This design comes from an exercise in tuning for small area, a short achievable clock period and few clock cycles per item on the open sky130 flow, not from production work. The RTL was checked by simulation tests, not by an equivalence proof against the original design.

// lz_frame_auth
module lz_frame_auth (
    input  wire         clk,
    input  wire         rst,           
    input  wire [127:0] key,           
    input  wire         crc_mode,      
    input  wire         in_valid,
    output wire         in_ready,
    input  wire [35:0]  in_word,
    input  wire         in_last,
    output wire         tag_valid,
    input  wire         tag_ready,
    output wire [35:0]  auth0,         
    output wire [35:0]  auth1          
);
Size: about 620 flip-flops, roughly 240 I/O pins, ~78,000 um2 of cells after synthesis.
clock: 10.0 ns
lec_check: 0
cap_margin: 20
core_margin: 2
core_utilization: 40
place_density: 0.6
slew_margin: 20
run.sh (not shown) runs the stock make flow with config.mk's settings and CLKGATE_MAP_FILE= SYNTH_SCRIPT=/design/flow/synth_recipe.tcl, a recipe that flattens the netlist after the stock synthesis.
The baseline completed without violations.
Testbench counts at the start, summed over its fixed seeds: cycles 562,890, frames 12,000.
==> next run, changes <==
==> flow/flow/run.sh (new file) <==
#!/bin/bash
# Layout flow: the standard flow, except that synthesis maps the logic
# with an area-oriented ABC script (flow/abc_area.script) in place of ORFS's
# speed script. Everything else in synthesis (yosys passes, flip-flop mapping,
# flattening, renaming) is the standard synth_recipe.tcl, so the registers are
# the standard synthesis's.
set -euo pipefail
W=$PWD
F=$W/flow

# synth.tcl from ORFS with the ABC script swapped
sed "s#^source \$::env(SCRIPTS_DIR)/synth_preamble.tcl#source \$::env(SCRIPTS_DIR)/synth_preamble.tcl\nset abc_args [lreplace \$abc_args 1 1 $F/abc_area.script]#" \
    "$FLOW_HOME/scripts/synth.tcl" > $W/own_synth_core.tcl
grep -q "abc_area.script" $W/own_synth_core.tcl
# synth_recipe.tcl, sourcing that copy
sed "s#source \$::env(SCRIPTS_DIR)/synth.tcl#source $W/own_synth_core.tcl#" \
    $W/synth_recipe.tcl > $W/own_synth.tcl
grep -q "own_synth_core.tcl" $W/own_synth.tcl

# the make call of standard.sh, with our synthesis script, for synthesis only
MAKECMD=$(grep -m1 '^make ' $W/standard.sh | sed "s#SYNTH_SCRIPT=[^ ]*#SYNTH_SCRIPT=$W/own_synth.tcl#; s#\"\${@:-finish}\"##")
echo "$MAKECMD synth" > $W/own_synth_cmd.txt
eval "$MAKECMD synth" > $W/own_synth.log 2>&1

# the rest of the standard flow reuses the synthesized netlist
bash $W/standard.sh > $W/standard.log 2>&1
==> flow/flow/abc_area.script (new file) <==
strash
&get -n
&fraig -x
&put
scorr
dc2
dretime
strash
&get -n
&dch -f
&nf -R 1000
&put
stime -p
==> flow/standard.sh (new file) <==
#!/bin/bash
# synth_recipe.tcl (not shown) runs the flow's synth.tcl, then flattens the netlist and writes it again
# the make line also repeats each setting of config.mk as NAME=value (left out here)
make -C /OpenROAD-flow-scripts/flow DESIGN_CONFIG=/design/flow/config.mk WORK_HOME=/design/flow/orfs CLKGATE_MAP_FILE= SYNTH_SCRIPT=/design/flow/synth_recipe.tcl "${@:-finish}"
removed: flow/run.sh
Effect: Wire length is lower by 26%. Die area is lower by 26%. Non-clock buffer count is lower by 39.


lz_frame_auth, a different RTL version from the one above (not shown whole).
For scale: roughly 630 flip-flops.
clock: 10.0 ns
lec_check: 0
cap_margin: 20
core_margin: 2
core_utilization: 40
cts_buf_list: sky130_fd_sc_hd__clkbuf_4
place_density: 0.6
setup_slack_margin: 4
slew_margin: 20
standard.sh (not shown) runs the stock make flow with config.mk's settings and CLKGATE_MAP_FILE= SYNTH_SCRIPT=/design/flow/synth_recipe.tcl, a recipe that flattens the netlist after the stock synthesis.
==> flow/flow/run.sh <==
#!/bin/bash
# Layout flow: the standard flow (standard.sh), with two changes:
#  - synthesis maps the logic with an area-oriented ABC script
#    (flow/abc_area.script) in place of ORFS's speed script; everything else
#    in synthesis (yosys passes, flip-flop mapping, flattening, renaming) is
#    the standard synth_recipe.tcl, so the registers are the standard ones;
#  - the port buffers are sky130_fd_sc_hd__buf_2 (every input and output
#    port still gets one).
# Each tool's output goes to its own log here; ORFS's own logs are under
# orfs/logs.
set -euo pipefail
W=$PWD
F=$W/flow

export BUFFER_PORTS_ARGS="-buffer_cell sky130_fd_sc_hd__buf_2"

# synth.tcl from ORFS with the ABC script swapped
sed "s#^source \$::env(SCRIPTS_DIR)/synth_preamble.tcl#source \$::env(SCRIPTS_DIR)/synth_preamble.tcl\nset abc_args [lreplace \$abc_args 1 1 $F/abc_area.script]#" \
    "$FLOW_HOME/scripts/synth.tcl" > $W/own_synth_core.tcl
grep -q "abc_area.script" $W/own_synth_core.tcl
# synth_recipe.tcl, sourcing that copy
sed "s#source \$::env(SCRIPTS_DIR)/synth.tcl#source $W/own_synth_core.tcl#" \
    $W/synth_recipe.tcl > $W/own_synth.tcl
grep -q "own_synth_core.tcl" $W/own_synth.tcl

# the make call of standard.sh, with our synthesis script, for synthesis only
MAKECMD=$(grep -m1 '^make ' $W/standard.sh | sed "s#SYNTH_SCRIPT=[^ ]*#SYNTH_SCRIPT=$W/own_synth.tcl#; s#\"\${@:-finish}\"##")
echo "$MAKECMD synth" > $W/own_synth_cmd.txt
eval "$MAKECMD synth" > $W/own_synth.log 2>&1

# the rest of the standard flow reuses the synthesized netlist
bash $W/standard.sh > $W/standard.log 2>&1
==> flow/flow/abc_area.script <==
strash
&get -n
&fraig -x
&put
scorr
dc2
dretime
strash
&get -n
&dch -f
&nf -R 1000
&put
Testbench counts at the start, summed over its fixed seeds: cycles 562,890, frames 12,000.
Next try:
--- a/flow/flow/run.sh
+++ b/flow/flow/run.sh
@@ -7,3 +7,5 @@
 #  - the port buffers are sky130_fd_sc_hd__buf_2 (every input and output
-#    port still gets one).
+#    port still gets one);
+#  - clock tree synthesis uses sky130_fd_sc_hd__clkbuf_4 and adds no dummy
+#    loads (the clock still reaches every register through buffers).
 # Each tool's output goes to its own log here; ORFS's own logs are under
@@ -15,2 +17,3 @@
 export BUFFER_PORTS_ARGS="-buffer_cell sky130_fd_sc_hd__buf_2"
+export CTS_ARGS="-sink_clustering_enable -repair_clock_nets -buf_list sky130_fd_sc_hd__clkbuf_4 -dont_use_dummy_load"
 
Wire length falls by about 0.6%.
Synthesized cell count does not change.
Non-clock buffer count rose by 4.
Worst setup slack is worse by 0.081 ns.
Global-route usage shrinks by 0.12 points.
Clock skew is higher by 0.031 ns.
Fmax fell by 1.3%.

==> afterwards: timing with drivers on the ports <==
The results above use ideal ports. As a check the final layouts listed here were re-extracted and re-timed, cells and wires unchanged.
Step 1 sets driving cells, clkbuf_16 on the clock port and buf_2 on the other inputs (assumed; they add their load-dependent delay and slew).
Step 2 times the ports against the registers' clock, not the clock port: input delays grow and output delays shrink by t, the midpoint of the rising clock arrivals with the driver on.
Slacks: ideal ports / drivers / drivers and shift; pairs: ideal ports / drivers.
run | t (ns) | setup slack, ns | pins driven straight from the clock port
the first run of note 1 | 0.770 | 1.641 / 1.553 / 1.745 | 1
the second run of note 1 | 0.734 | 0.234 / 0.155 / 0.889 | 1
the first run of note 2 | 1.276 | 4.085 / 4.008 / 3.147 | 1
the second run of note 2 | 1.210 | 4.004 / 4.004 / 3.097 | 1
After both steps every run listed still meets setup and hold. The setup slack of the first run of note 2, which loses most, moves by -0.077 ns with the drivers and by -0.938 ns with both steps.
